What follows belongs to an exercise in optimizing a design on an open flow for small area; a production flow would make more cautious choices. The RTL was checked by simulation tests, not by an equivalence proof against the original design.

## al864_ustep_engine
module al864_ustep_engine (
    input  wire        clk,
    input  wire        rst,                
    input  wire        in_valid,
    input  wire [35:0] in_pos,             
    input  wire [47:0] in_vel,             
    input  wire [12:0] in_per,             
    input  wire        in_lead,            
    input  wire [11:0] in_eofs,            
    input  wire [7:0]  in_scale_ax,        
    input  wire [7:0]  in_scale_glob,      
    input  wire [7:0]  in_scale_derate,    
    input  wire [5:0]  in_hyst,            
    output reg         out_valid,
    output wire [11:0] out_eidx,           
    output wire [9:0]  out_a_upper,
    output wire [9:0]  out_a_lower,
    output wire        out_a_neg,          
    output wire        out_a_zero,         
    output wire        out_a_clamp,        
    output wire [9:0]  out_b_upper,
    output wire [9:0]  out_b_lower,
    output wire        out_b_neg,
    output wire        out_b_zero,
    output wire        out_b_clamp
);
Size in the first run: ~200 I/O pins.
==> flow/config.mk <==
export PLATFORM = sky130hd
export DESIGN_NAME = al864_ustep_engine
export DESIGN_NICKNAME = al864_ustep_engine
export VERILOG_FILES = /design/flow/design.v
export SDC_FILE = /design/flow/constraint.sdc
export NUM_CORES = 4
export LEC_CHECK = 0
export ABC_AREA = 1
export CAP_MARGIN = 10
export CORE_MARGIN = 2
export CORE_UTILIZATION = 55
export SLEW_MARGIN = 10
export SYNTH_MEMORY_MAX_BITS = 32768
export BUFFER_PORTS_ARGS = -buffer_cell sky130_fd_sc_hd__buf_1
==> flow/constraint.sdc <==
create_clock -name core_clock -period 20.0 [get_ports {clk}]
set_input_delay 4.0000 -clock core_clock [delete_from_list [all_inputs] [get_ports {clk}]]
set_output_delay 4.0000 -clock core_clock [all_outputs]
set_load 0.01 [all_outputs]
standard.sh (not shown) runs the stock make flow with config.mk's settings and CLKGATE_MAP_FILE= SYNTH_SCRIPT=/design/flow/synth_recipe.tcl, a recipe that flattens the netlist after the stock synthesis.
==> flow/flow/run.sh <==
#!/bin/bash
# Layout flow: the standard flow, with these changes.
# 1. After the standard synthesis, the netlist is rewritten:
#    - faflip.py runs some full adders on complemented signals (a full adder is
#      self-dual) to cancel inverters between full adders;
#    - remap.sh re-maps all combinational logic except full adders, flip-flops
#      and tie cells with an area-oriented ABC script; flip-flops keep their names
#      and cells;
#    - unbuf.py removes the buffers ABC leaves where logic reduced to a wire.
# 2. The port buffers use the smallest buffer cell (buf_1).
set -e
echo 'export BUFFER_PORTS_ARGS = -buffer_cell sky130_fd_sc_hd__buf_1' >> config.mk
bash standard.sh synth > standard_synth.log 2>&1
R=orfs/results/sky130hd/al864_ustep_engine/base
cp $R/1_2_yosys.v $R/1_2_yosys_standard.v
python3 flow/faflip.py $R/1_2_yosys_standard.v $R/1_2_yosys_faflip.v > faflip.log 2>&1
bash flow/remap.sh $R/1_2_yosys_faflip.v $R/1_2_yosys_remap.v 12 > remap.log 2>&1
python3 flow/unbuf.py $R/1_2_yosys_remap.v $R/1_2_yosys.v > unbuf.log 2>&1
rm -f $R/1_synth.odb $R/1_synth.sdc
bash standard.sh > standard.log 2>&1
Other scripts of this flow, unchanged in this note and not shown: flow/flow/dontuse.txt, flow/flow/faflip.py, flow/flow/partition.py, flow/flow/remap.script, flow/flow/remap.sh, flow/flow/unbuf.py
==> next run, changes <==
CAP_MARGIN = 20   (was 10)
CORE_UTILIZATION = 35   (was 55)
SLEW_MARGIN = 20   (was 10)
Synthesized area is unchanged.
Global-route usage is lower by 17 points.
Cell area went up by about 2.8%.
Non-clock buffer count goes up by 42.
Routed wire length is lower by 3.4%.
Worst setup slack improved by 0.63 ns.
Maximum frequency increases by about 3.5%.

Starting RTL as in the previous note.
export LEC_CHECK = 0
export ABC_AREA = 1
export CAP_MARGIN = 10
export CORE_MARGIN = 2
export CORE_UTILIZATION = 60
export SLEW_MARGIN = 10
export SYNTH_MEMORY_MAX_BITS = 32768
export BUFFER_PORTS_ARGS = -buffer_cell sky130_fd_sc_hd__buf_1
create_clock -name core_clock -period 20.0 [get_ports {clk}]
Scripts as last shown in full above: flow/flow/run.sh
Other scripts of this flow, unchanged in this note and not shown: flow/flow/dontuse.txt, flow/flow/faflip.py, flow/flow/partition.py, flow/flow/remap.script, flow/flow/remap.sh, flow/flow/unbuf.py
Edit:
--- a/flow/config.mk
+++ b/flow/config.mk
@@ -8,6 +8,6 @@
 export ABC_AREA = 1
-export CAP_MARGIN = 10
+export CAP_MARGIN = 20
 export CORE_MARGIN = 2
-export CORE_UTILIZATION = 60
-export SLEW_MARGIN = 10
+export CORE_UTILIZATION = 55
+export SLEW_MARGIN = 20
 export SYNTH_MEMORY_MAX_BITS = 32768
Result:
- routed wire length fell by 3.6%
- setup slack gains 170 ps
- cell count climbs by 0.87%

port drivers added, routing unchanged:
The results above use ideal ports. As a check the final layouts listed here were re-extracted and re-timed, cells and wires unchanged.
Step 1: set_driving_cell puts a clkbuf_16 on clk and a buf_2 on each other input, an assumption about the parent block.
Step 2, shift: input delay + t, output delay - t, t = (earliest + latest rising clock arrival at the registers) / 2. This alone moves slack from input paths to output paths.
Slacks: ideal ports / drivers / drivers and shift; pairs: ideal ports / drivers.
| run | t, ns | setup WS [ns] | latest minus earliest clock arrival (ns) | worst register clock-pin slew, ns | worst data-port slew with drivers (ns) |
|---|---|---|---|---|---|
| the first run of note 1 | 0.325 | 1.348 / 1.305 / 1.630 | 0.007 / 0.007 | 0.06 / 0.06 | 0.08 |
| the second run of note 1 | 0.353 | 1.977 / 1.921 / 2.274 | 0.009 / 0.009 | 0.06 / 0.06 | 0.05 |
| the first run of note 2 | 0.331 | 1.255 / 1.210 / 1.541 | 0.012 / 0.012 | 0.07 / 0.07 | 0.08 |
| the second run of note 2 | 0.325 | 1.424 / 1.381 / 1.705 | 0.008 / 0.007 | 0.06 / 0.06 | 0.08 |
After both steps setup and hold are still met in every run listed.
